From an optimization exercise on the open Yosys and OpenROAD flow, aimed at small area, a short achievable clock period and few clock cycles; shortcuts taken in it are not production practice.
Function was checked by simulation only, so behaviour that the tests miss may differ from the original.

==> inputs of 04-02 <==
==> flow/design.v (excerpt) <==
module clover_chain (
    input  wire         clk,
    input  wire         rst,           
    input  wire         clear,         
    input  wire         start,         
    output wire         ready,
    input  wire [15:0]  in_y,          
    input  wire [15:0]  in_r,          
    input  wire [15:0]  in_f,          
    input  wire [15:0]  in_cout,       
    input  wire         in_fb,         
    input  wire         in_preload,    
    input  wire [2:0]   in_hstage,     
    input  wire         in_slewing,    
    input  wire         in_clamp_pos,  
    input  wire         in_clamp_neg,  
    output wire [2:0]   cfg_sel,       
    input  wire [15:0]  cfg_op,        
    input  wire [255:0] cfg_par,       
    output reg          done,
    output reg  [15:0]  out_b,         
    output reg  [3:0]   out_sat        
);
export LEC_CHECK = 0
export ABC_AREA = 1
export CAP_MARGIN = 40
export CORE_MARGIN = 2
export CORE_UTILIZATION = 40
export SLEW_MARGIN = 30
create_clock -name core_clock -period 70.0 [get_ports {clk}]
run.sh (not shown) runs the stock make flow with config.mk's settings and CLKGATE_MAP_FILE= SYNTH_SCRIPT=/design/flow/synth_recipe.tcl, a recipe that flattens the netlist after the stock synthesis.
==> 08-08: changes against 04-02 <==
--- a/flow/design.v
+++ b/flow/design.v
@@ -50,17 +50,16 @@
     wire signed [15:0] p8  = c_par[127:112];
     wire signed [15:0] p9  = c_par[143:128];
     wire signed [15:0] p10 = c_par[159:144];
     reg is_gain, is_sum, is_pid, is_bq, is_ll, is_lim, is_rate, is_lut, is_db, is_sel, is_st, is_nz;
     reg is_alu;                        
     reg pid_pre;                       
-    reg [12:0] m1sn, m1sb, m2s;        
     reg        m2pre;                  
+    reg        kbq;                    
     reg [15:0] m1c, m2c, kc;           
-    reg [12:0] kxs;                    
-    reg [12:0] lxs;                    
+    reg        dka, dkb;               
     wire [3:0] nop = cfg_op[15:12];
     wire act = run && is_nz;
     reg [95:0] ring [0:6];
     reg        vcur;        
     wire [95:0] hw = vcur ? ring[0] : 96'd0;
     wire signed [15:0] h_x = hw[15:0];
@@ -107,19 +106,17 @@
                                   lring[0], lring[1], lring[2], lring[3], lring[4], lring[5], lring[6], lring[7]);
     wire signed [15:0] z = srcmux(zs, anynz, prev, a_e, a_y, a_r, a_f,
                                   lring[0], lring[1], lring[2], lring[3], lring[4], lring[5], lring[6], lring[7]);
     wire [2:0]  shv = is_pid ? p10[2:0] : is_gain ? p2[2:0] : 3'd0;
     wire [3:0]  kk  = 4'd15 - {1'b0, shv};
     wire [42:0] rc  = 43'd1 << (kk - 4'd1);
-    wire [15:0] lx = srcmux(lxs, anynz, prev, a_e, a_y, a_r, a_f,
-                            lring[0], lring[1], lring[2], lring[3], lring[4], lring[5], lring[6], lring[7]);
-    wire [3:0]  ln = {~lx[15], lx[14:12]};
-    wire [11:0] lr = lx[11:0];
+    wire [3:0]  ln = {~x[15], x[14:12]};
+    wire [11:0] lr = x[11:0];
     wire        lb = (lr < {ln, ln, ln}) || (ln == 4'd15);
     wire [15:0] lbase = {lr, 4'd0} - {4'd0, lr} + {12'd0, ln} - {ln, 12'd0};
-    wire        lxm = (lx == 16'h7FFF);
+    wire        lxm = (x == 16'sh7FFF);
     reg [15:0] lq0, lq1, lq2;
     integer lj;
     always @* begin
         lq0 = 16'd0;
         lq1 = 16'd0;
         lq2 = 16'd0;
@@ -127,34 +124,31 @@
             if (lj > 0)  lq0 = lq0 | ({16{ln == lj}} & c_par[16*lj-16 +: 16]);
             lq1 = lq1 | ({16{ln == lj}} & c_par[16*lj +: 16]);
             if (lj < 15) lq2 = lq2 | ({16{ln == lj}} & c_par[16*lj+16 +: 16]);
         end
     end
     wire [15:0] lp1 = lb ? lq0 : lq1;                  
-    wire [16:0] lda = {lq1[15], lq1} - {lq0[15], lq0};
-    wire [16:0] ldb = {lq2[15], lq2} - {lq1[15], lq1};
+    wire [16:0] lda, ldb;
+    cc_add #(.N(17)) u_lda (.a({lq1[15], lq1}), .b(~{lq0[15], lq0}), .ci(1'b1), .s(lda));
+    cc_add #(.N(17)) u_ldb (.a({lq2[15], lq2}), .b(~{lq1[15], lq1}), .ci(1'b1), .s(ldb));
     wire [16:0] ldp = lb ? lda : ldb;                  
     wire signed [15:0] xp = pid_pre ? h_x : x;
-    wire [15:0] m2x = srcmux(m2s, anynz, prev, a_e, a_y, a_r, a_f,
-                             lring[0], lring[1], lring[2], lring[3], lring[4], lring[5], lring[6], lring[7])
-                      | ({16{m2pre}} & h_x);
-    wire [16:0] m2m = {m2x[15], m2x};
+    wire [16:0] m2m = is_sum ? {z[15], z} : !pid_pre ? {x[15], x} :
+                      m2pre ? {ring[0][15], ring[0][15:0]} : 17'd0;
     wire [8*43-1:0] m2r;
     wire [42:0]     m2k;
     cc_booth #(.CW(16), .MW(17), .OW(43), .SH(0)) u_m2 (
         .c(m2c), .m(m2m), .neg(1'b0), .rows(m2r), .corr(m2k));
-    wire [42:0] ydk = is_pid ? {{3{h_a[39]}}, h_a} : (is_bq || is_ll) ? {{3{h_b[39]}}, h_b} : 43'd0;
+    wire [39:0] r0a = ring[0][95:56];
+    wire [39:0] r0b = ring[0][55:16];
+    wire [42:0] ydk = ({43{dka}} & {{3{r0a[39]}}, r0a}) | ({43{dkb}} & {{3{r0b[39]}}, r0b});
     wire [40:0] vs, vc;
     cc_csa #(.N(10), .W(41)) u_tv (.in({ydk[40:0], m2k[40:0], m2r[7*43 +: 41], m2r[6*43 +: 41],
         m2r[5*43 +: 41], m2r[4*43 +: 41], m2r[3*43 +: 41], m2r[2*43 +: 41], m2r[43 +: 41], m2r[0 +: 41]}),
         .s(vs), .c(vc));
-    wire [15:0] m1xn = srcmux(m1sn, anynz, prev, a_e, a_y, a_r, a_f,
-                              lring[0], lring[1], lring[2], lring[3], lring[4], lring[5], lring[6], lring[7]);
-    wire [15:0] m1xb = srcmux(m1sb, anynz, prev, a_e, a_y, a_r, a_f,
-                              lring[0], lring[1], lring[2], lring[3], lring[4], lring[5], lring[6], lring[7]);
-    wire [16:0] m1m = {m1xb, 1'b0} | {m1xn[15], m1xn};
+    wire [16:0] m1m = is_bq ? {x, 1'b0} : {x[15], x};
     wire [8*43-1:0] m1r;
     wire [42:0]     m1k;
     cc_booth #(.CW(16), .MW(17), .OW(43), .SH(0)) u_m1 (
         .c(m1c), .m(m1m), .neg(1'b0), .rows(m1r), .corr(m1k));
     wire [42:0] yrc = rc;
     wire [42:0] ts, tc;
@@ -210,30 +204,28 @@
     wire [42:0] y1sh = y1r >> kk;
     wire [42:0] y2sh = y2r >> kk;
     wire [15:0] pr   = ps1 ? y1sh[15:0] : ps2 ? y2sh[15:0] : a_cf[15:0];
     wire signed [15:0] pid_y = pdh ? p7 : pdl ? p6 : pr;
     wire signed [16:0] pdi  = {p9[15], p9} - {p8[15], p8};    
     wire signed [31:0] pmid = pcf[31:0] + rc[31:0] + pil - y1r[31:0];
-    wire signed [31:0] pip  = !pid_pre ? icl : pc1 ? pil : pc2 ? pih : pmid;
+    wire signed [31:0] pip  = !pid_pre ? icl : pmid;    
     wire [42:0] y1rsh = y1r >> kk;
     wire [15:0] vr   = y1rsh[15:0];
     wire [42:0] ysx  = y1r ^ {43{y1r[42]}};
     wire [42:0] ysm  = ysx >> ({1'b0, kk} + 5'd15);
     wire gs_ovf = (ysm != 43'd0);
     wire fq_neg = y1r[39] && (y1r[38:14] != 25'd0);
     wire fq_hi  = !fq_neg && (y1r[39:30] != 10'd0);
     wire fq_lo  = fq_neg && (y1r[39:30] != 10'h3FF);
     wire st_hi  = (is_bq || is_ll) ? fq_hi : (gs_ovf && !y1r[42]);
     wire st_lo  = (is_bq || is_ll) ? fq_lo : (gs_ovf && y1r[42]);
     wire st_sat = is_st && (st_hi || st_lo);
     wire signed [15:0] st_y = st_hi ? 16'sh7FFF : st_lo ? 16'sh8000 : vr;
-    wire [15:0] kx  = srcmux(kxs, anynz, prev, a_e, a_y, a_r, a_f,
-                             lring[0], lring[1], lring[2], lring[3], lring[4], lring[5], lring[6], lring[7])
-                      | ({16{is_bq}} & h_x);
     wire [17:0] lmc = is_lut ? {2'b00, lbase} : {{2{kc[15]}}, kc};
-    wire [16:0] lmm = is_lut ? ldp : {kx[15], kx};
+    wire [16:0] lmm = is_lut ? ldp : !is_bq ? {x[15], x} :
+                      kbq ? {ring[0][15], ring[0][15:0]} : 17'd0;
     wire [9*35-1:0] lmr;
     wire [34:0]     lmk;
     cc_booth #(.CW(18), .MW(17), .OW(35), .SH(0)) u_ml (
         .c(lmc), .m(lmm), .neg(1'b0), .rows(lmr), .corr(lmk));
     wire        lbl = is_lut && lb;
     wire [34:0] lcb = lbl ? ~{{18{ldp[16]}}, ldp} : 35'd0;
@@ -287,12 +279,14 @@
     reg [42:0] u_b;                   
     reg [31:0] u_i;                   
     reg        u_dh, u_dl;
     reg [15:0] u_c1, u_c2, u_c3, u_umx, u_umn;
     reg        u_s1, u_s2;            
     reg [16:0] u_cf, u_di;            
+    reg        u_p1, u_p2;            
+    reg [15:0] u_il, u_ih;            
     reg [31:0] u_k;                   
     reg        u_om;                  
     reg [2:0]  u_sh;
     wire [39:0] u_acc = u_a - 40'd16384;
     wire [39:0] uma   = u_pid ? u_a : u_acc;
     wire [3:0]  ukk   = 4'd15 - {1'b0, u_sh};
@@ -319,13 +313,14 @@
     wire [54:0] asum = uas + uac;
     wire [8*57-1:0] ubr;
     wire [56:0]     ubk;
     cc_booth #(.CW(16), .MW(41), .OW(57), .SH(0)) u_mb (
         .c(ucb), .m(umb), .neg(1'b1), .rows(ubr), .corr(ubk));
     wire [56:0] bxk = (u_pid && u_om) ? 57'd0 : {{10{u_k[31]}}, u_k, 15'd0};
-    wire [56:0] bx1 = u_pid ? {{10{u_i[31]}}, u_i, 15'd0} : u_bq ? 57'd16383 : 57'd0;
+    wire [31:0] uip = u_p1 ? {u_il[15], u_il, 15'd0} : u_p2 ? {u_ih[15], u_ih, 15'd0} : u_i;
+    wire [56:0] bx1 = u_pid ? {{10{uip[31]}}, uip, 15'd0} : u_bq ? 57'd16383 : 57'd0;
     wire [56:0] bxs = u_bq ? {2'd0, uas} : 57'd0;
     wire [56:0] bxc = u_bq ? {2'd0, uac} : 57'd0;
     wire [56:0] ubs, ubc;
     cc_csa #(.N(13), .W(57)) u_tb (.in({bxc, bxs, bx1, bxk, ubk, ubr}), .s(ubs), .c(ubc));
     wire [56:0] bsum = ubs + ubc;
     wire [41:0] bsh  = bsum[56:15];
@@ -367,21 +362,17 @@
         is_sel  <= (nop >= 4'hA);
         is_st   <= (nop == 4'h1) || (nop == 4'h2) || (nop == 4'h4) || (nop == 4'h5);
         is_alu  <= (nop == 4'h6) || (nop == 4'h7) || (nop >= 4'h9);
         is_nz   <= (nop != 4'h0);
         xs      <= xs_nx;
         pid_pre <= pre_nx;
-        m1sn    <= (nop == 4'h4) ? 13'd0 : xs_nx;
-        m1sb    <= (nop == 4'h4) ? xs_nx : 13'd0;
-        m2s     <= (nop == 4'h2) ? zs_nx : ((nop == 4'h3) && !pre_nx) ? xs_nx : 13'd0;
-        m2pre   <= (nop == 4'h3) && pre_nx;
+        m2pre   <= (nop == 4'h3) && pre_nx && vnx[sel];
+        kbq     <= (nop == 4'h4) && vnx[sel];
         m1c     <= ((nop >= 4'h1) && (nop <= 4'h5)) ? cfg_par[15:0] : 16'd0;
         m2c     <= (nop == 4'h2) ? cfg_par[31:16] : (nop == 4'h3) ? cfg_par[47:32] : 16'd0;
         kc      <= (nop == 4'h3) ? cfg_par[31:16] : (nop == 4'h4) ? cfg_par[47:32] : 16'd0;
-        kxs     <= (nop == 4'h3) ? xs_nx : 13'd0;
-        lxs     <= (nop == 4'h8) ? xs_nx : 13'd0;
         zs      <= zs_nx;
         for (i = 0; i < 6; i = i + 1)
             ring[i] <= ring[i + 1];
         ring[6] <= u_word;
         for (i = 0; i < 7; i = i + 1)
             lring[i] <= lring[i + 1];
@@ -401,12 +392,16 @@
         u_c3   <= is_pid ? p3 : p2;
         u_k    <= lz[31:0];
         u_om   <= p_omit;
         u_umx  <= p7;
         u_umn  <= p6;
         u_s1   <= ps1;
+        u_p1   <= pid_pre && pc1;
+        u_p2   <= pid_pre && !pc1 && pc2;
+        u_il   <= p8;
+        u_ih   <= p9;
         u_s2   <= ps2;
         u_cf   <= a_cf;
         u_di   <= pdi;
         u_sh   <= p10[2:0];
         if (ph7) begin
             a_y <= in_y; a_r <= in_r; a_f <= in_f; a_cout <= in_cout; a_e <= in_e;
@@ -430,19 +425,23 @@
         end
         ph  <= ph + 3'd1;
         ph7 <= (ph == 3'd6);
         rdy <= (sel == 3'd7);
         sel <= ph + 3'd2;
         vcur <= vnx[sel];
+        dka  <= vnx[sel] && (nop == 4'h3);
+        dkb  <= vnx[sel] && ((nop == 4'h4) || (nop == 4'h5));
         if (clear || rst) begin
             valid <= 8'd0;
             ph    <= 3'd7;
             ph7   <= 1'b1;
             rdy   <= 1'b1;
             sel   <= 3'd0;
             vcur  <= 1'b0;
+            dka   <= 1'b0;
+            dkb   <= 1'b0;
         end
         if (rst) begin
             run  <= 1'b0;
             done <= 1'b0;
         end
     end
@@ -563,6 +562,32 @@
             assign c = lv[L][2*W-1:W];
         end else begin : one
             assign c = {W{1'b0}};
         end
     endgenerate
 endmodule
+module cc_add #(parameter N = 43) (input [N-1:0] a, input [N-1:0] b, input ci, output [N-1:0] s);
+    function integer clog2; input integer v; integer i; begin clog2 = 0; for (i = 1; i < v; i = i * 2) clog2 = clog2 + 1; end endfunction
+    localparam L = clog2(N);
+    wire [N-1:0] g0 = a & b;
+    wire [N-1:0] p0 = a ^ b;
+    wire [N-1:0] gl [0:L];
+    wire [N-1:0] pl [0:L];
+    assign gl[0] = {g0[N-1:1], g0[0] | (p0[0] & ci)};
+    assign pl[0] = p0;
+    genvar l, i;
+    generate
+        for (l = 0; l < L; l = l + 1) begin : lv
+            for (i = 0; i < N; i = i + 1) begin : bt
+                if ((i >> l) & 1) begin : cmb
+                    localparam integer J = ((i >> l) << l) - 1;
+                    assign gl[l+1][i] = gl[l][i] | (pl[l][i] & gl[l][J]);
+                    assign pl[l+1][i] = pl[l][i] & pl[l][J];
+                end else begin : pas
+                    assign gl[l+1][i] = gl[l][i];
+                    assign pl[l+1][i] = pl[l][i];
+                end
+            end
+        end
+    endgenerate
+    assign s = p0 ^ {gl[L][N-2:0], ci};
+endmodule
==> flow/config.mk (replaced) <==
export PLATFORM = sky130hd
export DESIGN_NAME = clover_chain
export DESIGN_NICKNAME = clover_chain
export VERILOG_FILES = /design/flow/design.v
export SDC_FILE = /design/flow/constraint.sdc
export NUM_CORES = 8
export LEC_CHECK = 0
export ABC_AREA = 1
export CAP_MARGIN = 50
export CORE_MARGIN = 2
export CORE_UTILIZATION = 40
export SLEW_MARGIN = 50
==> reports/results.ini <==
[cells_and_area]
n_antenna_cell=89

[timing]
worst_pin_slew_ns=1.187

[logic_synthesis]
synth_seq_cells=1643

[run_status]
outcome=timing/DRC/antenna clean

That was 04-02.
==> reports/results.ini <==
[setup_path]
cpMaxStageDelayCell=fa_1

[cells_and_area]
n_antenna_cell=57

[clocking]
numClockSinks=1615

[run_status]
outcome=timing/DRC/antenna clean

[timing]
worst_pin_slew_ns=0.8794

[logic_synthesis]
synth_seq_cells=1615

That was 08-08.
Testbench counts of 04-02, summed over its fixed seeds: cycles 49,400.
Testbench counts of 08-08, summed over its fixed seeds: cycles 49,400.

port drivers added, routing unchanged:
Ports are ideal in the flow. The routed layouts listed here were re-timed in OpenROAD.
Step 1: set_driving_cell puts a clkbuf_16 on clk and a buf_2 on each other input, an assumption about the parent block.
Step 2 also shifts input and output timing later by t, the mid clock arrival at the registers, as if the neighbouring blocks saw the same clock.
Three values: no drivers, after step 1, after step 2; two values: the first two.
run	shift t [ns]	slack for setup (ns)	hold slack, ns	latest minus earliest clock arrival (ns)	worst register clock-pin slew, ns
04-02	1.047	51.915 / 51.915 / 51.915	0.261 / 0.261 / 0.261	0.107 / 0.108	0.09 / 0.09
08-08	1.042	52.202 / 52.202 / 52.202	0.283 / 0.283 / 0.283	0.125 / 0.126	0.10 / 0.10
After both steps every run listed still meets setup and hold.
